Background: an optimization exercise with open tools, aiming at small area, a short achievable clock period and few clock cycles. Do not read the settings as production practice. Only simulation tests tie the RTL to the original design; equivalence was not proved. Power is estimated from default activity; no workload was simulated.

==> design.v <==
module logic_core (
    input  wire        clk,
    input  wire        rst,
    input  wire        start,
    input  wire        cold,
    input  wire        rate_hi,
    input  wire [13:0] scan_ticks,
    output reg         done,
    output wire [13:0] imem_addr,
    input  wire [31:0] imem_rdata,
    output wire [11:0] bra_addr,
    input  wire        bra_data,
    output wire [11:0] brb_addr,
    input  wire        brb_data,
    output wire        bw_en,
    output wire [11:0] bw_addr,
    output wire        bw_data,
    output wire [11:0] wra_addr,
    input  wire [31:0] wra_data,
    output wire [11:0] wrb_addr,
    input  wire [31:0] wrb_data,
    output wire        ww_en,
    output wire [11:0] ww_addr,
    output wire [31:0] ww_data,
    output wire [7:0]  st_addr,
    input  wire [33:0] st_rdata,
    output wire        st_we,
    output wire [33:0] st_wdata
);
    localparam OP_NOP   = 6'h00, OP_MOVB = 6'h01, OP_NOTB = 6'h02, OP_AND  = 6'h03,
               OP_OR    = 6'h04, OP_XOR  = 6'h05, OP_SETB = 6'h06, OP_CLRB = 6'h07,
               OP_SETP  = 6'h08, OP_ANDP = 6'h09, OP_ORP  = 6'h0A, OP_NOTP = 6'h0B,
               OP_STP   = 6'h0C, OP_REDGE= 6'h0D, OP_FEDGE= 6'h0E,
               OP_MOV   = 6'h10, OP_MOVI = 6'h11, OP_ADD  = 6'h12, OP_SUB  = 6'h13,
               OP_MUL   = 6'h14, OP_DIV  = 6'h15, OP_ANDW = 6'h16, OP_ORW  = 6'h17,
               OP_XORW  = 6'h18,
               OP_EQ    = 6'h28, OP_LT   = 6'h29, OP_LE   = 6'h2A,
               OP_TON   = 6'h30, OP_TOF  = 6'h31, OP_TP   = 6'h32, OP_CTU  = 6'h33,
               OP_CTD   = 6'h34, OP_JMP  = 6'h3E, OP_END  = 6'h3F;
    localparam X_EX  = 3'd0, X_MUL = 3'd1, X_DIV = 3'd2, X_DIVF = 3'd3,
               X_TIM = 3'd4, X_TIMF = 3'd5;
    reg        run;          
    reg        r_v;          
    reg [13:0] pc;           
    reg [31:0] ir;
    reg [23:0] ir2;          
    reg        h2;           
    reg [7:0]  st_idx;       
    reg        cold_r;
    reg        rate_r;
    reg [13:0] scan_r;
    reg        x_v;
    reg [2:0]  xst;
    reg [5:0]  xop;
    reg [1:0]  xp;
    reg [11:0] xd;           
    reg [11:0] xsx;          
    reg [7:0]  x_idx;
    reg        xbd, xbs, xf0, xf1;
    reg [31:0] xwd;          
    reg [31:0] xws;          
    reg        pr;
    reg [11:0] annul;
    reg [31:0] acc;          
    reg [31:0] q;            
    reg [4:0]  idx;          
    reg [3:0]  trem;         
    reg        qneg;         
    reg        w_ben, w_bdat, w_wen, w_sen;
    reg [11:0] w_baddr, w_waddr;
    reg [31:0] w_wdat;
    reg [7:0]  w_saddr;
    reg [33:0] w_sdat;
    function is_tc_op;
        input [5:0] o;
        is_tc_op = (o == OP_TON) || (o == OP_TOF) || (o == OP_TP) ||
                   (o == OP_CTU) || (o == OP_CTD);
    endfunction
    function is_owned_op;
        input [5:0] o;
        is_owned_op = is_tc_op(o) || (o == OP_REDGE) || (o == OP_FEDGE);
    endfunction
    function writes_bit_op;
        input [5:0] o;
        writes_bit_op = (o >= OP_MOVB && o <= OP_CLRB) || (o >= OP_STP && o <= OP_FEDGE) ||
                        is_tc_op(o);
    endfunction
    function writes_word_op;
        input [5:0] o;
        writes_word_op = (o >= OP_MOV && o <= OP_XORW) || is_tc_op(o);
    endfunction
    function [4:0] msb32;
        input [31:0] x;
        integer k;
        begin
            msb32 = 5'd0;
            for (k = 1; k < 32; k = k + 1)
                if (x[k]) msb32 = k[4:0];
        end
    endfunction
    function [5:0] nbits32;
        input [31:0] x;
        integer k;
        begin
            nbits32 = 6'd0;
            for (k = 0; k < 32; k = k + 1)
                if (x[k]) nbits32 = k[5:0] + 6'd1;
        end
    endfunction
    function [14:0] tl;
        input       d9;
        input [3:0] r;
        input [1:0] v;
        begin
            tl = 15'd0;
            case ({d9, r, v})
            {1'b0, 4'd0, 2'd0}: tl = {4'd0, 11'd0};
            {1'b0, 4'd0, 2'd1}: tl = {4'd1, 11'd208};
            {1'b0, 4'd0, 2'd2}: tl = {4'd2, 11'd416};
            {1'b0, 4'd0, 2'd3}: tl = {4'd0, 11'd625};
            {1'b0, 4'd1, 2'd0}: tl = {4'd1, 11'd1};
            {1'b0, 4'd1, 2'd1}: tl = {4'd2, 11'd209};
            {1'b0, 4'd1, 2'd2}: tl = {4'd0, 11'd418};
            {1'b0, 4'd1, 2'd3}: tl = {4'd1, 11'd626};
            {1'b0, 4'd2, 2'd0}: tl = {4'd2, 11'd2};
            {1'b0, 4'd2, 2'd1}: tl = {4'd0, 11'd211};
            {1'b0, 4'd2, 2'd2}: tl = {4'd1, 11'd419};
            {1'b0, 4'd2, 2'd3}: tl = {4'd2, 11'd627};
            {1'b1, 4'd0, 2'd0}: tl = {4'd0, 11'd0};
            {1'b1, 4'd0, 2'd1}: tl = {4'd4, 11'd69};
            {1'b1, 4'd0, 2'd2}: tl = {4'd8, 11'd138};
            {1'b1, 4'd0, 2'd3}: tl = {4'd3, 11'd208};
            {1'b1, 4'd1, 2'd0}: tl = {4'd4, 11'd0};
            {1'b1, 4'd1, 2'd1}: tl = {4'd8, 11'd69};
            {1'b1, 4'd1, 2'd2}: tl = {4'd3, 11'd139};
            {1'b1, 4'd1, 2'd3}: tl = {4'd7, 11'd208};
            {1'b1, 4'd2, 2'd0}: tl = {4'd8, 11'd0};
            {1'b1, 4'd2, 2'd1}: tl = {4'd3, 11'd70};
            {1'b1, 4'd2, 2'd2}: tl = {4'd7, 11'd139};
            {1'b1, 4'd2, 2'd3}: tl = {4'd2, 11'd209};
            {1'b1, 4'd3, 2'd0}: tl = {4'd3, 11'd1};
            {1'b1, 4'd3, 2'd1}: tl = {4'd7, 11'd70};
            {1'b1, 4'd3, 2'd2}: tl = {4'd2, 11'd140};
            {1'b1, 4'd3, 2'd3}: tl = {4'd6, 11'd209};
            {1'b1, 4'd4, 2'd0}: tl = {4'd7, 11'd1};
            {1'b1, 4'd4, 2'd1}: tl = {4'd2, 11'd71};
            {1'b1, 4'd4, 2'd2}: tl = {4'd6, 11'd140};
            {1'b1, 4'd4, 2'd3}: tl = {4'd1, 11'd210};
            {1'b1, 4'd5, 2'd0}: tl = {4'd2, 11'd2};
            {1'b1, 4'd5, 2'd1}: tl = {4'd6, 11'd71};
            {1'b1, 4'd5, 2'd2}: tl = {4'd1, 11'd141};
            {1'b1, 4'd5, 2'd3}: tl = {4'd5, 11'd210};
            {1'b1, 4'd6, 2'd0}: tl = {4'd6, 11'd2};
            {1'b1, 4'd6, 2'd1}: tl = {4'd1, 11'd72};
            {1'b1, 4'd6, 2'd2}: tl = {4'd5, 11'd141};
            {1'b1, 4'd6, 2'd3}: tl = {4'd0, 11'd211};
            {1'b1, 4'd7, 2'd0}: tl = {4'd1, 11'd3};
            {1'b1, 4'd7, 2'd1}: tl = {4'd5, 11'd72};
            {1'b1, 4'd7, 2'd2}: tl = {4'd0, 11'd142};
            {1'b1, 4'd7, 2'd3}: tl = {4'd4, 11'd211};
            {1'b1, 4'd8, 2'd0}: tl = {4'd5, 11'd3};
            {1'b1, 4'd8, 2'd1}: tl = {4'd0, 11'd73};
            {1'b1, 4'd8, 2'd2}: tl = {4'd4, 11'd142};
            {1'b1, 4'd8, 2'd3}: tl = {4'd8, 11'd211};
                default: tl = 15'd0;
            endcase
        end
    endfunction
    wire [5:0]  r_op    = ir[31:26];
    wire [11:0] r_fd    = ir[23:12];
    wire [11:0] r_fs    = ir[11:0];
    wire        r_tc    = is_tc_op(r_op);
    wire        r_owned = is_owned_op(r_op);
    wire        r_timer = (r_op == OP_TON) || (r_op == OP_TOF) || (r_op == OP_TP);
    assign imem_addr = pc;
    assign bra_addr  = r_fd;
    assign brb_addr  = r_fs;
    assign wra_addr  = r_tc ? ir2[23:12] : r_fd;
    assign wrb_addr  = r_tc ? ir2[11:0]  : r_fs;
    assign st_addr   = w_sen ? w_saddr : st_idx;
    wire x_wb  = x_v && writes_bit_op(xop);
    wire x_ww  = x_v && writes_word_op(xop);
    wire [11:0] x_waddr = is_tc_op(xop) ? xsx : xd;
    wire hazard = (w_ben && (w_baddr == r_fd || w_baddr == r_fs)) ||
                  (x_wb  && (xd      == r_fd || xd      == r_fs)) ||
                  (w_wen && (w_waddr == wra_addr || w_waddr == wrb_addr)) ||
                  (x_ww  && (x_waddr == wra_addr || x_waddr == wrb_addr)) ||
                  (w_sen && r_owned);
    wire need2   = run && r_v && r_tc && !h2;
    wire r_ready = run && r_v && (!r_tc || h2) && !hazard;
    wire is_timer = (xop == OP_TON) || (xop == OP_TOF) || (xop == OP_TP);
    wire is_tc    = is_tc_op(xop);
    wire is_owned = is_owned_op(xop);
    wire cond = (xp == 2'b00) || (xp == 2'b01 && pr) || (xp == 2'b10 && !pr);
    wire exe  = (annul == 12'd0) && cond;
    wire x_ex = x_v && (xst == X_EX);
    wire xe   = x_ex && exe;
    wire [31:0] s_ones  = xws ^ {32{xws[31]}};
    wire [4:0]  s_msb   = msb32(s_ones);
    wire [3:0]  m_top   = (s_ones == 32'd0) ? 4'd0 : ((s_msb + 5'd1) >> 1);
    wire [32:0] s_ext   = {xws, 1'b0};
    wire [2:0]  bdig    = s_ext[{idx[3:0], 1'b0} +: 3];
    wire        b_neg   = bdig[2] && !(bdig[1] && bdig[0]);
    wire        b_two   = (bdig == 3'b011) || (bdig == 3'b100);
    wire        b_zero  = (bdig == 3'b000) || (bdig == 3'b111);
    wire [31:0] b_mag   = b_zero ? 32'd0 : (b_two ? {xwd[30:0], 1'b0} : xwd);
    wire [31:0] b_op    = b_mag ^ {32{b_neg}};
    wire        a_neg   = xwd[31];
    wire        d_neg   = xws[31];
    wire [5:0]  a_bits  = nbits32(xwd ^ {32{a_neg}});
    wire [5:0]  d_bits  = nbits32(xws ^ {32{d_neg}});
    wire        d_zero  = (xws == 32'd0);
    wire        q_zero  = (a_bits + {5'd0, a_neg}) < d_bits;    
    wire        tp_start = xbs && !xf0 && !xf1 && !cold_r;
    wire        tp_run   = xf1 || tp_start;
    wire [31:0] t_base   = (xop == OP_TP && tp_start) ? 32'd0 : xwd;
    wire [31:0] t_thr    = rate_r ? 32'd30923765 : 32'd10307922;
    wire        t_long   = (xop == OP_TON && xbs) || (xop == OP_TOF && !xbs && xf1) ||
                           (xop == OP_TP && tp_run);
    wire [14:0] t_step   = tl(rate_r, trem, q[{idx[3:0], 1'b0} +: 2]);
    wire [31:0] t_et     = qneg ? 32'h7FFF_FFFF : acc;
    wire        cnt_edge = xbs && !xf0 && !cold_r;
    wire        cnt_dn   = (xop == OP_CTD);
    wire [31:0] cv_pm    = xwd + {{31{cnt_dn}}, 1'b1};
    wire        cv_move  = cnt_edge && (xwd != {cnt_dn, {31{!cnt_dn}}});
    wire [31:0] cv_new   = cv_move ? cv_pm : xwd;
    reg  [32:0] add_a, add_b;
    reg         add_c;
    always @(*) begin
        add_a = {xwd[31], xwd};
        add_b = ~{xws[31], xws};
        add_c = 1'b1;
        case (xst)
            X_MUL: begin
                add_a = {acc[30:0], 2'b00};
                add_b = {b_op[31], b_op};
                add_c = b_neg;
            end
            X_DIV: begin
                add_a = {acc, q[31]};
                add_b = d_neg ? {1'b1, xws} : ~{1'b0, xws};
                add_c = !d_neg;
            end
            X_DIVF: begin
                add_a = 33'd0;
                add_b = {1'b0, q ^ {32{qneg}}};
                add_c = qneg;
            end
            X_TIM: begin
                add_a = {acc[30:0], 2'b00};
                add_b = {22'd0, t_step[10:0]};
                add_c = 1'b0;
            end
            X_TIMF: begin
                add_a = {1'b0, t_et};
            end
            default: begin
                case (xop)
                    OP_ADD: begin
                        add_b = {xws[31], xws};
                        add_c = 1'b0;
                    end
                    OP_DIV: begin
                        add_a = 33'd0;
                        add_b = {1'b0, xwd ^ {32{a_neg}}};
                        add_c = a_neg;
                    end
                    OP_TON, OP_TOF, OP_TP: begin
                        add_a = {1'b0, t_base};
                        add_b = {19'd0, scan_r};
                        add_c = 1'b0;
                    end
                    default: ;    
                endcase
            end
        endcase
    end
    wire [32:0] sum    = add_a + add_b + {32'd0, add_c};
    wire        lt     = sum[32];
    wire        eq     = (xwd == xws);
    wire [31:0] t_newc = sum[32] ? 32'hFFFF_FFFF : sum[31:0];
    wire        cnt_q = (xop == OP_CTU) ? (!lt || (cv_move && cv_pm == xws))
                                        : (cv_new[31] || cv_new == 32'd0);
    reg x_fin;
    always @(*) begin
        x_fin = 1'b0;
        if (x_v) begin
            case (xst)
                X_EX: begin
                    x_fin = (xop != OP_END);
                    if (exe) begin
                        if (xop == OP_MUL) x_fin = 1'b0;
                        if (xop == OP_DIV && !d_zero && !q_zero) x_fin = 1'b0;
                        if (is_timer && t_long) x_fin = 1'b0;
                    end
                end
                X_MUL:  x_fin = (idx == 5'd0);
                X_DIVF: x_fin = 1'b1;
                X_TIMF: x_fin = 1'b1;
                default: x_fin = 1'b0;
            endcase
        end
    end
    wire x_end = x_ex && (xop == OP_END);
    wire r_adv = r_ready && (!x_v || x_fin);
    reg        e_ben, e_bdat, e_wen, e_sen;
    reg [31:0] e_wdat;
    reg [33:0] e_sdat;
    wire t_done = !lt;       
    always @(*) begin
        e_ben  = 1'b0;
        e_bdat = 1'b0;
        e_wen  = 1'b0;
        e_wdat = sum[31:0];
        e_sen  = 1'b0;
        e_sdat = 34'd0;
        case (xst)
            X_EX: if (x_v && exe) begin
                case (xop)
                    OP_MOVB:  begin e_ben = 1'b1; e_bdat = xbs;       end
                    OP_NOTB:  begin e_ben = 1'b1; e_bdat = !xbs;      end
                    OP_AND:   begin e_ben = 1'b1; e_bdat = xbd & xbs; end
                    OP_OR:    begin e_ben = 1'b1; e_bdat = xbd | xbs; end
                    OP_XOR:   begin e_ben = 1'b1; e_bdat = xbd ^ xbs; end
                    OP_SETB:  begin e_ben = 1'b1; e_bdat = 1'b1;      end
                    OP_CLRB:  begin e_ben = 1'b1; e_bdat = 1'b0;      end
                    OP_STP:   begin e_ben = 1'b1; e_bdat = pr;        end
                    OP_REDGE: begin
                        e_ben  = 1'b1;
                        e_bdat = xbs && !xf0 && !cold_r;
                        e_sen  = 1'b1;
                        e_sdat = {1'b0, xbs, 32'd0};
                    end
                    OP_FEDGE: begin
                        e_ben  = 1'b1;
                        e_bdat = xf0 && !xbs && !cold_r;
                        e_sen  = 1'b1;
                        e_sdat = {1'b0, xbs, 32'd0};
                    end
                    OP_MOV:   begin e_wen = 1'b1; e_wdat = xws; end
                    OP_MOVI:  begin e_wen = 1'b1; e_wdat = {{20{xsx[11]}}, xsx}; end
                    OP_ADD, OP_SUB: e_wen = 1'b1;
                    OP_DIV:   begin e_wen = d_zero || q_zero; e_wdat = 32'd0; end
                    OP_ANDW:  begin e_wen = 1'b1; e_wdat = xwd & xws; end
                    OP_ORW:   begin e_wen = 1'b1; e_wdat = xwd | xws; end
                    OP_XORW:  begin e_wen = 1'b1; e_wdat = xwd ^ xws; end
                    OP_TON, OP_TOF, OP_TP: begin
                        e_wdat = 32'd0;
                        if (!t_long) begin
                            e_ben = 1'b1;
                            e_sen = 1'b1;
                            if (xop == OP_TON) begin             
                                e_wen  = (xsx != 12'hFFF);
                                e_bdat = 1'b0;
                                e_sdat = 34'd0;
                            end else if (xop == OP_TOF && xbs) begin
                                e_wen  = (xsx != 12'hFFF);
                                e_bdat = 1'b1;
                                e_sdat = {2'b10, 32'd0};
                            end else if (xop == OP_TOF) begin    
                                e_bdat = 1'b0;
                                e_sdat = {2'b00, xwd};
                            end else begin                        
                                e_bdat = 1'b0;
                                e_sdat = {1'b0, xbs, xwd};
                            end
                        end
                    end
                    OP_CTU, OP_CTD: begin
                        e_ben  = 1'b1;
                        e_bdat = cnt_q;
                        e_wen  = 1'b1;
                        e_wdat = cv_new;
                        e_sen  = 1'b1;
                        e_sdat = {1'b0, xbs, 32'd0};
                    end
                    default: ;
                endcase
            end
            X_MUL:  e_wen = (idx == 5'd0);
            X_DIVF: e_wen = 1'b1;
            X_TIMF: begin
                e_ben  = 1'b1;
                e_sen  = 1'b1;
                e_wen  = (xsx != 12'hFFF);
                e_wdat = t_et;
                case (xop)
                    OP_TON: begin
                        e_bdat = t_done;
                        e_sdat = {2'b00, q};
                    end
                    OP_TOF: begin
                        e_bdat = !t_done;
                        e_sdat = {!t_done, 1'b0, q};
                    end
                    default: begin    
                        e_bdat = !t_done;
                        e_sdat = {!t_done, xbs, q};
                    end
                endcase
            end
            default: ;
        endcase
    end
    assign bw_en    = w_ben;
    assign bw_addr  = w_baddr;
    assign bw_data  = w_bdat;
    assign ww_en    = w_wen;
    assign ww_addr  = w_waddr;
    assign ww_data  = w_wdat;
    assign st_we    = w_sen;
    assign st_wdata = w_sdat;
    always @(posedge clk) begin
        if (rst) begin
            run    <= 1'b0;
            r_v    <= 1'b0;
            x_v    <= 1'b0;
            xst    <= X_EX;
            done   <= 1'b0;
            pc     <= 14'd0;
            h2     <= 1'b0;
            w_ben  <= 1'b0;
            w_wen  <= 1'b0;
            w_sen  <= 1'b0;
        end else begin
            done    <= x_end;
            w_ben   <= e_ben;
            w_bdat  <= e_bdat;
            w_baddr <= xd;
            w_wen   <= e_wen;
            w_wdat  <= e_wdat;
            w_waddr <= x_waddr;
            w_sen   <= e_sen;
            w_sdat  <= e_sdat;
            w_saddr <= x_idx;
            case (xst)
                X_EX: if (xe) begin
                    if (xop == OP_MUL) begin
                        acc <= 32'd0;
                        idx <= {1'b0, m_top};
                        xst <= X_MUL;
                    end
                    if (xop == OP_DIV) begin
                        acc  <= 32'd0;
                        q    <= sum[31:0];
                        idx  <= 5'd31;
                        qneg <= a_neg ^ d_neg;
                        if (!d_zero && !q_zero) xst <= X_DIV;
                    end
                    if (is_timer) begin
                        acc  <= 32'd0;
                        trem <= 4'd0;
                        q    <= t_newc;
                        idx  <= {1'b0, msb32(t_newc) >> 1};
                        qneg <= t_newc >= t_thr;
                        if (t_long) xst <= (t_newc >= t_thr) ? X_TIMF : X_TIM;
                    end
                end
                X_MUL: begin
                    acc <= sum[31:0];
                    idx <= idx - 5'd1;
                    if (idx == 5'd0) xst <= X_EX;
                end
                X_DIV: begin
                    acc <= lt ? {acc[30:0], q[31]} : sum[31:0];
                    q   <= {q[30:0], !lt};
                    idx <= idx - 5'd1;
                    if (idx == 5'd0) xst <= X_DIVF;
                end
                X_DIVF: xst <= X_EX;
                X_TIM: begin
                    acc  <= sum[31:0];
                    trem <= t_step[14:11];
                    idx  <= idx - 5'd1;
                    if (idx == 5'd0) xst <= X_TIMF;
                end
                X_TIMF: xst <= X_EX;
                default: xst <= X_EX;
            endcase
            if (x_fin) begin
                if (annul != 12'd0)
                    annul <= annul - 12'd1;
                else if (exe && xop == OP_JMP)
                    annul <= xsx;
                if (exe) begin
                    case (xop)
                        OP_SETP: pr <= xbs;
                        OP_ANDP: pr <= pr & xbs;
                        OP_ORP:  pr <= pr | xbs;
                        OP_NOTP: pr <= !pr;
                        OP_EQ:   pr <= eq;
                        OP_LT:   pr <= lt;
                        OP_LE:   pr <= lt || eq;
                        default: ;
                    endcase
                end
            end
            if (x_end) begin
                x_v <= 1'b0;
                run <= 1'b0;
            end else if (x_fin || !x_v) begin
                x_v <= r_adv;
            end
            if (r_adv) begin
                xop   <= r_op;
                xp    <= ir[25:24];
                xd    <= r_fd;
                xsx   <= r_tc ? ir2[23:12] : r_fs;
                x_idx <= st_idx;
                xbd   <= bra_data;
                xbs   <= brb_data;
                xwd   <= r_timer ? st_rdata[31:0] : wra_data;
                xws   <= wrb_data;
                xf0   <= st_rdata[32];
                xf1   <= st_rdata[33];
                if (r_owned)
                    st_idx <= st_idx + 8'd1;
            end
            if (!run) begin
                if (start) begin
                    run    <= 1'b1;
                    r_v    <= 1'b1;
                    ir     <= imem_rdata;
                    pc     <= (imem_rdata[31:26] == OP_END) ? 14'd0 : 14'd1;
                    h2     <= 1'b0;
                    pr     <= 1'b0;
                    annul  <= 12'd0;
                    st_idx <= 8'd0;
                    cold_r <= cold;
                    rate_r <= rate_hi;
                    scan_r <= scan_ticks;
                end
            end else if (need2) begin
                ir2 <= imem_rdata[23:0];
                pc  <= pc + 14'd1;
                h2  <= 1'b1;
            end else if (r_adv) begin
                if (r_op == OP_END) begin
                    r_v <= 1'b0;
                end else begin
                    ir  <= imem_rdata;
                    pc  <= (imem_rdata[31:26] == OP_END) ? 14'd0 : pc + 14'd1;
                    h2  <= 1'b0;
                end
            end
        end
    end
endmodule
==> run.sh <==
#!/bin/bash
# synth_recipe.tcl (not shown) runs the flow's synth.tcl, then flattens the netlist and writes it again
# the make line also repeats each setting of config.mk as NAME=value (left out here)
make -C /OpenROAD-flow-scripts/flow DESIGN_CONFIG=/design/flow/config.mk WORK_HOME=/design/flow/orfs CLKGATE_MAP_FILE= SYNTH_SCRIPT=/design/flow/synth_recipe.tcl finish
==> config.mk <==
export PLATFORM = sky130hd
export DESIGN_NAME = logic_core
export DESIGN_NICKNAME = logic_core
export VERILOG_FILES = /design/flow/design.v
export SDC_FILE = /design/flow/constraint.sdc
export NUM_CORES = 4
export LEC_CHECK = 0
export CAP_MARGIN = 20
export CORE_MARGIN = 2
export CORE_UTILIZATION = 40
export SLEW_MARGIN = 20
==> constraint.sdc <==
create_clock -name core_clock -period 22.0 [get_ports {clk}]
set_input_delay 4.4000 -clock core_clock [delete_from_list [all_inputs] [get_ports {clk}]]
set_output_delay 4.4000 -clock core_clock [all_outputs]
set_load 0.01 [all_outputs]
==> insert_results.sql, run 1 <==
INSERT INTO impl_metrics (metric_group, metric, value, unit) VALUES
('run_status', 'result_of_the_run', 'finished clean', ''),
('timing', 'sum_of_negative_setup_slack', '0', 'ns'),
('routing', 'firstDrtPassIters', '7', ''),
('power_and_ir_drop', 'totalPowerFinal', '1.99', 'mW'),
('timing', 'timing.final.max_slew_violations', '0', ''),
('critical_path', 'r2r_cells', '30', ''),
('clock_network', 'clock-root-buffer', 'sky130_fd_sc_hd__clkbuf_16', ''),
('critical_path', 'cpMostUsedCell', 'sky130_fd_sc_hd__buf_4', ''),
('synth', 'synthesis.yosys.warnings', '1', ''),
('place', 'postPlaceCellArea', '38000', 'sq um'),
('timing', 'post-route-min-period', '10.36', 'ns'),
('synth', 'ys_types', '91', ''),
('floorplanning', 'coreArea', '84700', 'sq um'),
('routing', 'met3WireLength', '12900', 'microns'),
('synth', 'synthArstFlopShare', '0', ''),
('timing', 'unrepaired_setup_endpoints_after_global_routing', 'no', ''),
('final_layout', 'num-nets-final', '4349', ''),
('power_and_ir_drop', 'ir_worst_vdd', '78.9', 'uV'),
('critical_path', 'crit-reg2reg-capture', 'qneg$_DFFE_PP_', ''),
('timing', 'fin_skew', '0.0658', 'ns'),
('routing', 'drc_marker_count_from_the_first_detailed_route_iteration', '4817', ''),
('clock_network', 'cts_setup_buffers', '0', ''),
('synth', 'synth_seq_area_share', '0.344', ''),
('grt', 'grt_start_max_net_pins', '71', ''),
('place', 'gpl.final_weighted_congestion', '1.00', ''),
('clock_network', 'tritoncts', 'yes', ''),
('routing', 'totalWireLength', '139000', 'microns'),
('power_and_ir_drop', 'power-per-cell-area', '50.2', 'nW/um^2'),
('critical_path', 'worst-endpoint-arrival', '10.71', 'ns'),
('power_and_ir_drop', 'static_leakage', '14.3', 'nW'),
('critical_path', 'worst_path_max_delay_cell', 'sky130_fd_sc_hd__or3_1', ''),
('floorplanning', 'start_util', '0.402', ''),
('final_layout', 'fin_util', '0.469', ''),
('timing', 'tightest_pin_transition', '1.18', 'ns'),
('clock_network', 'cts_buffers', '49', ''),
('floorplanning', 'die_width', '296', 'microns'),
('synth', 'syn_area', '34100', 'sq um'),
('critical_path', 'cp_data_required_time', '22.36', 'ns'),
('timing', 'final_min_period_over_clock_period', '0.471', ''),
('job', 'max_cap_violations', '0', ''),
('routing', 'route.met2.wl', '61500', 'microns'),
('grt', 'antenna_found_initial', '5', ''),
('floorplanning', 'top_level_pins', '316', ''),
('routing', 'top_layer', 'met5', ''),
('routing', 'dr_total_vias', '33200', ''),
('final_layout', 'n_fill_cell', '8181', ''),
('critical_path', 'critPathMaxFanout', '57', ''),
('routing', 'drc', '0', ''),
('clock_network', 'cts-resized-gates', '0', ''),
('critical_path', 'timing.reg2reg.setup_slack', '11.64', 'ns'),
('hold_path', 'min_to', 'xp[1]$_DFFE_PP_', ''),
('floorplanning', 'die_height', '296', 'microns'),
('clock_network', 'ctsHtreeMaxLevel', '2', ''),
('grt', 'grtUsageTotal', '0.310', ''),
('clock_network', 'clock_tree.buffer_depth', '3', ''),
('place', 'io_buffer_count', '315', ''),
('final_layout', 'ratio_of_cells_with_drive_above_1_in_the_final_layout', '0.0859', ''),
('critical_path', 'slowest_delay', '0.92', 'ns'),
('clock_network', 'cts_hold_buf', '0', ''),
('synth', 'synth-edff-count', '374', ''),
('grt', 'first_global_vias', '30700', ''),
('critical_path', 'r2r_start', 'idx[0]$_DFFE_PP_', ''),
('routing', 'wl_per_cell', '26.6', 'microns'),
('clock_network', 'clock_latency', '0.66', 'ns'),
('synth', 'mappedNetlistNets', '4232', ''),
('grt', 'overflow', '0', ''),
('critical_path', 'worst_setup_path_start_kind', 'flip-flop', ''),
('hold_path', 'min_path_type', 'flip-flop to flip-flop', ''),
('hold_path', 'hold_start', 'ir[25]$_DFFE_PP_', ''),
('hold_path', 'worst_hold_path.num_cells', '0', ''),
('routing', 'detail-route-antenna-nets', '0', '');
-- logic make-up after synthesis --
| logic type | share of synthesized area |
|---|---|
| adder cells (fa/ha/maj) | 0.0612 |
| flip-flops | 0.344 |
| XOR/XNOR | 0.0776 |
| AND/OR/NAND/NOR | 0.160 |
| buffers and inverters | 0.0592 |
| multiplexers | 0.0502 |
| AO/OA/AOI/OAI | 0.248 |
-- state kept, by name, indices dropped and copies added (netlist names), 24 cells and up --
name    count
w_sdat     34
acc        32
ir         32
q          32
w_wdat     32
xwd        32
xws        32
ir2        24
-- synth_stat cells, types with 14 or more instances --
cell type | instances | area share
sky130_fd_sc_hd__a211oi_1 | 40 | 0.0088
sky130_fd_sc_hd__nor4_1 | 51 | 0.0094
sky130_fd_sc_hd__o21ai_0 | 285 | 0.042
sky130_fd_sc_hd__o221ai_1 | 28 | 0.0072
sky130_fd_sc_hd__or2_2 | 32 | 0.0059
sky130_fd_sc_hd__buf_1 | 35 | 0.0039
sky130_fd_sc_hd__nor3_1 | 92 | 0.014
sky130_fd_sc_hd__mux2i_2 | 27 | 0.011
sky130_fd_sc_hd__a22o_1 | 38 | 0.0098
sky130_fd_sc_hd__a21o_1 | 42 | 0.0092
sky130_fd_sc_hd__nand3_1 | 104 | 0.015
sky130_fd_sc_hd__xor2_1 | 106 | 0.027
sky130_fd_sc_hd__nor2b_1 | 19 | 0.0035
sky130_fd_sc_hd__a221oi_1 | 57 | 0.015
sky130_fd_sc_hd__and3_1 | 29 | 0.0053
sky130_fd_sc_hd__o311ai_0 | 14 | 0.0036
sky130_fd_sc_hd__a22oi_1 | 52 | 0.011
sky130_fd_sc_hd__buf_4 | 31 | 0.0068
sky130_fd_sc_hd__o21a_1 | 29 | 0.0064
sky130_fd_sc_hd__mux4_2 | 23 | 0.015
sky130_fd_sc_hd__clkbuf_1 | 258 | 0.028
sky130_fd_sc_hd__xnor2_1 | 194 | 0.050
sky130_fd_sc_hd__edfxtp_1 | 374 | 0.33
sky130_fd_sc_hd__inv_1 | 146 | 0.016
sky130_fd_sc_hd__or3_1 | 15 | 0.0028
sky130_fd_sc_hd__dfxtp_1 | 25 | 0.015
sky130_fd_sc_hd__ha_1 | 162 | 0.059
sky130_fd_sc_hd__a21oi_1 | 353 | 0.052
sky130_fd_sc_hd__nor3b_1 | 17 | 0.0037
sky130_fd_sc_hd__nand2b_1 | 43 | 0.0079
sky130_fd_sc_hd__nand4_1 | 49 | 0.0090
sky130_fd_sc_hd__o2111ai_1 | 32 | 0.0082
sky130_fd_sc_hd__mux2i_1 | 27 | 0.0079
sky130_fd_sc_hd__nand2_1 | 346 | 0.038
sky130_fd_sc_hd__o211ai_1 | 49 | 0.011
sky130_fd_sc_hd__o22ai_1 | 46 | 0.0084
sky130_fd_sc_hd__a222oi_1 | 26 | 0.0076
sky130_fd_sc_hd__a31oi_1 | 41 | 0.0075
sky130_fd_sc_hd__a211o_1 | 16 | 0.0041
sky130_fd_sc_hd__nor2_1 | 293 | 0.032
sky130_fd_sc_hd__mux2_2 | 47 | 0.016
-- power by group --
part           switching [mW]  internal [mW]  total, mW  leakage, nW
registers              0.0254          0.853      0.878         3.71
clock network           0.375          0.494      0.869        0.817
logic                   0.137          0.111      0.248         9.80
-- how the worst max path moves through the flow --
stage,endpoint,slack (ns)
after floorplan,x_idx[0]$_DFFE_PP_,12.10
after global placement,qneg$_DFFE_PP_,12.01
after detailed placement,qneg$_DFFE_PP_,11.87
after CTS,qneg$_DFFE_PP_,11.82
after global routing,qneg$_DFFE_PP_,10.97
final,qneg$_DFFE_PP_,11.64
-- worst max-delay path, delay by kind of cell, from the launching register on --
kind / cells / cell delay [ns]
DFF: 1 / 0.74
AOI/OAI and AO/OA: 15 / 4.43
muxes: 3 / 1.00
and+or+nand+nor: 6 / 1.59
adders and majority gates: 2 / 0.48
buffers and inverters: 3 / 1.45
xor gates and xnor gates: 1 / 0.35
-- per-layer routing --
layer,track usage,up-vias
met3,0.0580,355
met1,0.404,15900
met4,0.185,8
met5,0,-
li1,-,15000
met2,0.479,1915
-- metrics by stage --
stage	setup WS [ns]	hold WS [ns]	std cells
after floorplan	12.10	0.400	3916
after global placement	12.01	0.404	5124
after detailed placement	11.87	0.408	5125
after CTS	11.82	0.401	5216
after global routing	10.97	0.428	5218
final	11.64	0.402	5219
-- final cells by class --
class	instances	area [sq um]	share of cell area
inverter	154	583	0.0147
antenna	2	5.00	0.000126
tap	1144	1430	0.0360
clock inverter	37	459	0.0115
clock buffer	54	1250	0.0315
multi-input combinational	3023	20500	0.514
timing repair buffer	406	3850	0.0969
sequential	399	11700	0.295
Testbench counts, summed over its fixed seeds: cycles 335,460.
==> inputs of run 2 (changes only) <==
--- a/design.v
+++ b/design.v
@@ -67,9 +67,9 @@
     reg [3:0]  trem;         
     reg        qneg;         
+    reg        bneg_r, btwo_r, bzero_r;    
     reg        w_ben, w_bdat, w_wen, w_sen;
     reg [11:0] w_baddr, w_waddr;
-    reg [31:0] w_wdat;
     reg [7:0]  w_saddr;
-    reg [33:0] w_sdat;
+    reg [1:0]  w_sflg;
     function is_tc_op;
         input [5:0] o;
@@ -167,4 +167,6 @@
         end
     endfunction
+    wire cond = (xp == 2'b00) || (xp == 2'b01 && pr) || (xp == 2'b10 && !pr);
+    wire exe  = (annul == 12'd0) && cond;
     wire [5:0]  r_op    = ir[31:26];
     wire [11:0] r_fd    = ir[23:12];
@@ -179,11 +181,18 @@
     assign wrb_addr  = r_tc ? ir2[11:0]  : r_fs;
     assign st_addr   = w_sen ? w_saddr : st_idx;
-    wire x_wb  = x_v && writes_bit_op(xop);
-    wire x_ww  = x_v && writes_word_op(xop);
+    wire r_rba = (r_op == OP_AND) || (r_op == OP_OR) || (r_op == OP_XOR);
+    wire r_rbb = r_rba || (r_op == OP_MOVB) || (r_op == OP_NOTB) ||
+                 (r_op >= OP_SETP && r_op <= OP_ORP) || (r_op == OP_REDGE) ||
+                 (r_op == OP_FEDGE) || r_tc;
+    wire r_rwa = (r_op >= OP_ADD && r_op <= OP_XORW) || (r_op >= OP_EQ && r_op <= OP_LE) ||
+                 (r_op == OP_CTU) || (r_op == OP_CTD);
+    wire r_rwb = (r_op == OP_MOV) || r_rwa || r_tc;
+    wire x_wb  = x_v && writes_bit_op(xop) && exe;
+    wire x_ww  = x_v && writes_word_op(xop) && exe;
     wire [11:0] x_waddr = is_tc_op(xop) ? xsx : xd;
-    wire hazard = (w_ben && (w_baddr == r_fd || w_baddr == r_fs)) ||
-                  (x_wb  && (xd      == r_fd || xd      == r_fs)) ||
-                  (w_wen && (w_waddr == wra_addr || w_waddr == wrb_addr)) ||
-                  (x_ww  && (x_waddr == wra_addr || x_waddr == wrb_addr)) ||
+    wire hazard = (w_ben && ((r_rba && w_baddr == r_fd) || (r_rbb && w_baddr == r_fs))) ||
+                  (x_wb  && ((r_rba && xd      == r_fd) || (r_rbb && xd      == r_fs))) ||
+                  (w_wen && ((r_rwa && w_waddr == wra_addr) || (r_rwb && w_waddr == wrb_addr))) ||
+                  (x_ww  && ((r_rwa && x_waddr == wra_addr) || (r_rwb && x_waddr == wrb_addr))) ||
                   (w_sen && r_owned);
     wire need2   = run && r_v && r_tc && !h2;
@@ -192,6 +201,4 @@
     wire is_tc    = is_tc_op(xop);
     wire is_owned = is_owned_op(xop);
-    wire cond = (xp == 2'b00) || (xp == 2'b01 && pr) || (xp == 2'b10 && !pr);
-    wire exe  = (annul == 12'd0) && cond;
     wire x_ex = x_v && (xst == X_EX);
     wire xe   = x_ex && exe;
@@ -200,10 +207,9 @@
     wire [3:0]  m_top   = (s_ones == 32'd0) ? 4'd0 : ((s_msb + 5'd1) >> 1);
     wire [32:0] s_ext   = {xws, 1'b0};
-    wire [2:0]  bdig    = s_ext[{idx[3:0], 1'b0} +: 3];
-    wire        b_neg   = bdig[2] && !(bdig[1] && bdig[0]);
-    wire        b_two   = (bdig == 3'b011) || (bdig == 3'b100);
-    wire        b_zero  = (bdig == 3'b000) || (bdig == 3'b111);
-    wire [31:0] b_mag   = b_zero ? 32'd0 : (b_two ? {xwd[30:0], 1'b0} : xwd);
-    wire [31:0] b_op    = b_mag ^ {32{b_neg}};
+    wire [3:0]  nd_idx  = (xst == X_EX) ? m_top : (idx[3:0] - 4'd1);
+    wire [2:0]  bdig    = s_ext[{nd_idx, 1'b0} +: 3];
+    wire [31:0] b_mag   = bzero_r ? 32'd0 : (btwo_r ? {xwd[30:0], 1'b0} : xwd);
+    wire [31:0] b_op    = b_mag ^ {32{bneg_r}};
+    wire        b_neg   = bneg_r;
     wire        a_neg   = xwd[31];
     wire        d_neg   = xws[31];
@@ -216,4 +222,8 @@
     wire [31:0] t_base   = (xop == OP_TP && tp_start) ? 32'd0 : xwd;
     wire [31:0] t_thr    = rate_r ? 32'd30923765 : 32'd10307922;
+    wire [31:0] t_lim    = t_thr - {18'd0, scan_r};
+    wire        t_sat    = t_base >= t_lim;
+    wire [4:0]  t_msb    = msb32(t_base | {18'd0, scan_r});
+    wire [4:0]  t_top    = (t_msb == 5'd31) ? 5'd15 : ((t_msb + 5'd1) >> 1);
     wire        t_long   = (xop == OP_TON && xbs) || (xop == OP_TOF && !xbs && xf1) ||
                            (xop == OP_TP && tp_run);
@@ -378,7 +388,7 @@
                 endcase
             end
-            X_MUL:  e_wen = (idx == 5'd0);
-            X_DIVF: e_wen = 1'b1;
-            X_TIMF: begin
+            X_MUL:  e_wen = x_v && (idx == 5'd0);
+            X_DIVF: e_wen = x_v;
+            X_TIMF: if (x_v) begin
                 e_ben  = 1'b1;
                 e_sen  = 1'b1;
@@ -408,7 +418,7 @@
     assign ww_en    = w_wen;
     assign ww_addr  = w_waddr;
-    assign ww_data  = w_wdat;
+    assign ww_data  = acc;
     assign st_we    = w_sen;
-    assign st_wdata = w_sdat;
+    assign st_wdata = {w_sflg, q};
     always @(posedge clk) begin
         if (rst) begin
@@ -426,56 +436,19 @@
             done    <= x_end;
             w_ben   <= e_ben;
-            w_bdat  <= e_bdat;
-            w_baddr <= xd;
             w_wen   <= e_wen;
-            w_wdat  <= e_wdat;
-            w_waddr <= x_waddr;
             w_sen   <= e_sen;
-            w_sdat  <= e_sdat;
-            w_saddr <= x_idx;
-            case (xst)
-                X_EX: if (xe) begin
-                    if (xop == OP_MUL) begin
-                        acc <= 32'd0;
-                        idx <= {1'b0, m_top};
-                        xst <= X_MUL;
-                    end
-                    if (xop == OP_DIV) begin
-                        acc  <= 32'd0;
-                        q    <= sum[31:0];
-                        idx  <= 5'd31;
-                        qneg <= a_neg ^ d_neg;
-                        if (!d_zero && !q_zero) xst <= X_DIV;
-                    end
-                    if (is_timer) begin
-                        acc  <= 32'd0;
-                        trem <= 4'd0;
-                        q    <= t_newc;
-                        idx  <= {1'b0, msb32(t_newc) >> 1};
-                        qneg <= t_newc >= t_thr;
-                        if (t_long) xst <= (t_newc >= t_thr) ? X_TIMF : X_TIM;
-                    end
-                end
-                X_MUL: begin
-                    acc <= sum[31:0];
-                    idx <= idx - 5'd1;
-                    if (idx == 5'd0) xst <= X_EX;
-                end
-                X_DIV: begin
-                    acc <= lt ? {acc[30:0], q[31]} : sum[31:0];
-                    q   <= {q[30:0], !lt};
-                    idx <= idx - 5'd1;
-                    if (idx == 5'd0) xst <= X_DIVF;
-                end
-                X_DIVF: xst <= X_EX;
-                X_TIM: begin
-                    acc  <= sum[31:0];
-                    trem <= t_step[14:11];
-                    idx  <= idx - 5'd1;
-                    if (idx == 5'd0) xst <= X_TIMF;
-                end
-                X_TIMF: xst <= X_EX;
-                default: xst <= X_EX;
-            endcase
+            if (x_v) begin
+                case (xst)
+                    X_EX: if (xe) begin
+                        if (xop == OP_MUL) xst <= X_MUL;
+                        if (xop == OP_DIV && !d_zero && !q_zero) xst <= X_DIV;
+                        if (is_timer && t_long) xst <= t_sat ? X_TIMF : X_TIM;
+                    end
+                    X_MUL:  if (idx == 5'd0) xst <= X_EX;
+                    X_DIV:  if (idx == 5'd0) xst <= X_DIVF;
+                    X_TIM:  if (idx == 5'd0) xst <= X_TIMF;
+                    default: xst <= X_EX;
+                endcase
+            end
             if (x_fin) begin
                 if (annul != 12'd0)
@@ -502,19 +475,6 @@
                 x_v <= r_adv;
             end
-            if (r_adv) begin
-                xop   <= r_op;
-                xp    <= ir[25:24];
-                xd    <= r_fd;
-                xsx   <= r_tc ? ir2[23:12] : r_fs;
-                x_idx <= st_idx;
-                xbd   <= bra_data;
-                xbs   <= brb_data;
-                xwd   <= r_timer ? st_rdata[31:0] : wra_data;
-                xws   <= wrb_data;
-                xf0   <= st_rdata[32];
-                xf1   <= st_rdata[33];
-                if (r_owned)
-                    st_idx <= st_idx + 8'd1;
-            end
+            if (r_adv && r_owned)
+                st_idx <= st_idx + 8'd1;
             if (!run) begin
                 if (start) begin
@@ -546,3 +506,66 @@
         end
     end
+    always @(posedge clk) begin
+        w_bdat  <= e_bdat;
+        w_baddr <= xd;
+        w_waddr <= x_waddr;
+        w_saddr <= x_idx;
+        w_sflg  <= e_sdat[33:32];
+        case (xst)
+            X_EX: if (xe) begin
+                if (xop == OP_MUL) begin
+                    acc <= 32'd0;
+                    idx <= {1'b0, m_top};
+                end
+                if (xop == OP_DIV) begin
+                    acc  <= 32'd0;
+                    q    <= sum[31:0];
+                    idx  <= 5'd31;
+                    qneg <= a_neg ^ d_neg;
+                end
+                if (is_timer) begin
+                    acc  <= 32'd0;
+                    trem <= 4'd0;
+                    q    <= t_newc;
+                    idx  <= t_top;
+                    qneg <= t_sat;
+                end
+            end
+            X_MUL: begin
+                acc <= sum[31:0];
+                idx <= idx - 5'd1;
+            end
+            X_DIV: begin
+                acc <= lt ? {acc[30:0], q[31]} : sum[31:0];
+                q   <= {q[30:0], !lt};
+                idx <= idx - 5'd1;
+            end
+            X_TIM: begin
+                acc  <= sum[31:0];
+                trem <= t_step[14:11];
+                idx  <= idx - 5'd1;
+            end
+            default: ;
+        endcase
+        bneg_r  <= bdig[2] && !(bdig[1] && bdig[0]);
+        btwo_r  <= (bdig == 3'b011) || (bdig == 3'b100);
+        bzero_r <= (bdig == 3'b000) || (bdig == 3'b111);
+        if (e_wen)
+            acc <= e_wdat;
+        if (e_sen && xst == X_EX)
+            q <= e_sdat[31:0];
+        if (r_adv) begin
+            xop   <= r_op;
+            xp    <= ir[25:24];
+            xd    <= r_fd;
+            xsx   <= r_tc ? ir2[23:12] : r_fs;
+            x_idx <= st_idx;
+            xbd   <= bra_data;
+            xbs   <= brb_data;
+            xwd   <= r_timer ? st_rdata[31:0] : wra_data;
+            xws   <= wrb_data;
+            xf0   <= st_rdata[32];
+            xf1   <= st_rdata[33];
+        end
+    end
 endmodule
--- a/config.mk
+++ b/config.mk
@@ -6,4 +6,5 @@
 export NUM_CORES = 4
 export LEC_CHECK = 0
+export ABC_AREA = 1
 export CAP_MARGIN = 20
 export CORE_MARGIN = 2
==> insert_results.sql, run 2 <==
INSERT INTO impl_metrics (metric_group, metric, value, unit) VALUES
('run_status', 'result_of_the_run', 'finished clean', ''),
('clock_network', 'cts.reportedPaths.clkPinSlew', '0.07', 'ns'),
('power_and_ir_drop', 'power-per-cell-area', '56.4', 'nW/um^2'),
('hold_path', 'min_path_type', 'flip-flop to flip-flop', ''),
('synth', 'synthesis.yosys.warnings', '1', ''),
('clock_network', 'tritoncts', 'yes', ''),
('routing', 'dr_total_vias', '33500', ''),
('synth', 'synth.area.top_cells', 'sky130_fd_sc_hd__edfxtp_1, sky130_fd_sc_hd__nand2_1, sky130_fd_sc_hd__ha_1', ''),
('place', 'gpl.final_weighted_congestion', '1.08', ''),
('clock_network', 'ctsHtreeMaxLevel', '2', ''),
('timing', 'tightest_pin_transition', '1.41', 'ns'),
('grt', 'first_global_vias', '31200', ''),
('grt', 'grt_pass1_wl', '222000', 'microns'),
('clock_network', 'clock_tree.buffer_depth', '3', ''),
('critical_path', 'cpMostUsedCell', 'sky130_fd_sc_hd__nand2_1', ''),
('critical_path', 'worst_path_max_delay_cell', 'sky130_fd_sc_hd__inv_1', ''),
('routing', 'drc', '0', ''),
('critical_path', 'slowest_delay', '0.58', 'ns'),
('critical_path', 'worst_setup_path_start_kind', 'flip-flop', ''),
('synth', 'synth_most_common_cell', 'sky130_fd_sc_hd__nand2_1', ''),
('grt', 'grt-busiest-layer', 'met2', ''),
('synth', 'netlist.top_cell.by_area', 'sky130_fd_sc_hd__edfxtp_1', ''),
('routing', 'detail-route-antenna-nets', '0', ''),
('place', 'detailedPlace.worstSlack', '13.42', 'ns'),
('place', 'io_buffer_count', '315', ''),
('clock_network', 'cts_buffers', '40', ''),
('clock_network', 'numClockSinks', '338', ''),
('grt', 'overflow', '0', ''),
('power_and_ir_drop', 'static_leakage', '14.8', 'nW'),
('critical_path', 'worst-endpoint-arrival', '9.28', 'ns'),
('synth', 'synth_commonest_cells', 'sky130_fd_sc_hd__nand2_1, sky130_fd_sc_hd__inv_1, sky130_fd_sc_hd__nor2_1, sky130_fd_sc_hd__o21ai_0, sky130_fd_sc_hd__a21oi_1', ''),
('timing', 'max_freq', '0.113', 'GHz'),
('final_layout', 'ratio_of_cells_with_drive_above_1_in_the_final_layout', '0.0651', ''),
('final_layout', 'layout_common_cells', 'sky130_fd_sc_hd__nand2_1, sky130_fd_sc_hd__inv_1, sky130_fd_sc_hd__nor2_1', ''),
('timing', 'timing.final.max_slew_violations', '0', ''),
('synth', 'synth_cells', '4165', ''),
('clock_network', 'clock-root-buffer', 'sky130_fd_sc_hd__clkbuf_16', ''),
('final_layout', 'stdcell_count', '5476', ''),
('place', 'dp_wirelength', '118000', 'microns'),
('synth', 'ys_dominant_reg_cell', 'sky130_fd_sc_hd__edfxtp_1', ''),
('routing', 'drc_marker_count_from_the_first_detailed_route_iteration', '4426', ''),
('power_and_ir_drop', 'ir_worst_vdd', '57.4', 'uV'),
('clock_network', 'clock_latency', '0.61', 'ns'),
('synth', 'ys_types', '71', ''),
('routing', 'wl_per_cell', '28.8', 'microns'),
('job', 'max_cap_violations', '0', ''),
('synth', 'synth_largest_type_area_fraction', '0.269', ''),
('timing', 'unrepaired_setup_endpoints_after_global_routing', 'no', ''),
('final_layout', 'area_growth_syn_to_layout', '18.6', '%'),
('synth', 'ys_seq_elements', '338', ''),
('final_layout', 'regArea', '9520', 'sq um'),
('critical_path', 'critPathMaxFanout', '25', ''),
('timing', 'setup_violations', '0', ''),
('critical_path', 'cp_data_required_time', '22.45', 'ns'),
('timing', 'maxSlewHeadroom', '0.0522', ''),
('floorplanning', 'die_height', '281', 'microns'),
('grt', 'antenna_found_initial', '14', ''),
('critical_path', 'worst-setup-path-type', 'flip-flop to flip-flop', ''),
('routing', 'firstDrtPassIters', '8', ''),
('final_layout', 'num-nets-final', '4741', ''),
('critical_path', 'crit_path_end_kind', 'flip-flop', ''),
('clock_network', 'cts-resized-gates', '0', ''),
('grt', 'met2_usage', '0.578', ''),
('floorplanning', 'die_area', '78800', 'sq um'),
('synth', 'mappedNetlistNets', '4497', ''),
('synth', 'synth-edff-count', '275', ''),
('floorplanning', 'coreArea', '75900', 'sq um'),
('grt', 'grtUsageTotal', '0.391', ''),
('floorplanning', 'top_level_pins', '316', ''),
('place', 'numPlacedInstances', '5394', ''),
('timing', 'finalHoldViolations', '0', ''),
('synth', 'postSynthAreaPerCell', '7.36', 'sq um'),
('synth', 'synthArstFlopShare', '0', ''),
('grt', 'grtUsageMet1', '0.477', ''),
('clock_network', 'cts_hold_buf', '0', ''),
('grt', 'met3_demand_to_capacity_share_in_global_routing', '0.109', ''),
('floorplanning', 'num_rows', '101', ''),
('synth', 'synth_seq_area_share', '0.311', ''),
('final_layout', 'multi_input_comb_area', '18400', 'sq um'),
('timing', 'timing.final.ws_setup', '13.17', 'ns'),
('synth', 'syn_area', '30600', 'sq um'),
('clock_network', 'cts_setup_buffers', '0', ''),
('final_layout', 'layout_commonest_cell', 'sky130_fd_sc_hd__nand2_1', ''),
('final_layout', 'n_fill_cell', '7691', ''),
('floorplanning', 'start_util', '0.404', ''),
('timing', 'final_min_period_over_clock_period', '0.401', ''),
('grt', 'grt_start_max_net_pins', '76', ''),
('routing', 'totalWireLength', '158000', 'microns'),
('routing', 'vias_per_cell', '6.11', ''),
('timing', 'post-route-min-period', '8.83', 'ns'),
('floorplanning', 'die_width', '281', 'microns'),
('timing', 'sum_of_negative_setup_slack', '0', 'ns'),
('timing', 'fin_skew', '0.0339', 'ns');
## run 2: changes by cell type after synthesis, moves of 38 or more
| cell | before | now |
|---|---|---|
| sky130_fd_sc_hd__nor3_1 | 92 | 39 |
| sky130_fd_sc_hd__o21ai_0 | 285 | 382 |
| sky130_fd_sc_hd__xor2_1 | 106 | 149 |
| sky130_fd_sc_hd__xnor2_1 | 194 | 92 |
| sky130_fd_sc_hd__clkbuf_1 | 258 | 139 |
| sky130_fd_sc_hd__nand2_1 | 346 | 766 |
| sky130_fd_sc_hd__a21oi_1 | 353 | 281 |
| sky130_fd_sc_hd__inv_1 | 146 | 456 |
| sky130_fd_sc_hd__dfxtp_1 | 25 | 63 |
| sky130_fd_sc_hd__nand3_1 | 104 | 142 |
| sky130_fd_sc_hd__nor2_1 | 293 | 402 |
| sky130_fd_sc_hd__nand2b_1 | 43 | 0 |
| sky130_fd_sc_hd__edfxtp_1 | 374 | 275 |
| sky130_fd_sc_hd__o22ai_1 | 46 | 93 |
## run 2: kinds of logic (layout without fill, tap and decap cells)
kind of cell             Yosys count  count (layout)  share of synthesized area
AO/OA/AOI/OAI                   1182            1182                      0.237
XOR/XNOR                         243             243                     0.0699
adder cells (fa/ha/maj)          181             181                     0.0749
buffers and inverters            689             965                     0.0904
flip-flops                       338             338                      0.311
multiplexers                      33              33                     0.0121
other                              0               5                          0
AND/OR/NAND/NOR                 1499            1499                      0.205
## run 2: final cells by class
class,count,area share
multi-input combinational,3138,0.507
sequential,338,0.262
timing repair buffer,408,0.107
inverter,483,0.0500
tap,1030,0.0355
clock buffer,52,0.0296
clock inverter,22,0.00899
antenna,5,0.000344
## run 2: routing by layer
layer | vias up | routed length, microns | share of wire
li1 | 15100 | - | -
met1 | 15600 | 58600 | 0.37
met4 | 22 | 14900 | 0.095
met5 | - | 140 | 0.00089
met2 | 2190 | 65900 | 0.42
met3 | 610 | 18200 | 0.12
## run 2: report_power, final
part	internal [mW]	total [mW]	switching, mW
sequential	0.728	0.773	0.0454
clock	0.412	0.713	0.301
combinational	0.197	0.563	0.366
## run 2: worst paths after layout
check | startpoint | endpoint | slack, ns | cells past startpoint
worst max-delay path | xop[0]$_DFFE_PN_ | acc[15]$_DFFE_PP_ | 13.17 | 44
worst min-delay path | x_idx[3]$_DFFE_PN_ | w_saddr[3]$_DFF_P_ | 0.34 | 0
worst max register to register | xop[0]$_DFFE_PN_ | acc[15]$_DFFE_PP_ | 13.17 | 44
worst min register to register | x_idx[3]$_DFFE_PN_ | w_saddr[3]$_DFF_P_ | 0.34 | 0
## run 2: critical path, delay by kind of cell (launching register included)
family          cells  cell delay (ns)
fa+ha+maj           2             0.98
flops               1             0.49
compound gates     16             2.70
simple gates       17             2.15
buf+inv             9             2.34
## run 2: through the flow
step | hold slack [ns] | util | power, mW | instance area (sq um)
after detailed placement | 0.329 | 0.459 | 1.32 | 34900
after CTS | 0.342 | 0.478 | 2.04 | 36300
after floorplan | 0.323 | - | 1.10 | 30600
final | 0.341 | 0.478 | 2.05 | 36300
after global routing | 0.349 | 0.478 | 2.12 | 36300
after global placement | 0.325 | 0.459 | 1.32 | 34900
Testbench counts of run 2, summed over its fixed seeds: cycles 333,817.

## separate check: timing with driven ports
The results above use ideal ports. As a check the final layouts listed here were re-extracted and re-timed, cells and wires unchanged. Step 1, drivers: a clkbuf_16 drives clk and a buf_2 each remaining input, both assumed. Step 2 moves the port delays by t, midway between the first and last clock arrival at a register: inputs arrive t later, outputs are due t later. That takes back most of the time a late clock gives input paths. Three values: no drivers, after step 1, after step 2; two values: the first two.
run | t (ns) | setup WS [ns] | clock arrival spread, ns | worst register clock-pin slew, ns | cell pins on the clock port's net
run 1 | 0.695 | 11.645 / 11.645 / 11.645 | 0.066 / 0.066 | 0.07 / 0.07 | 1
run 2 | 0.653 | 13.169 / 13.169 / 13.169 | 0.036 / 0.036 | 0.07 / 0.07 | 1
After both steps every run listed still meets setup and hold.
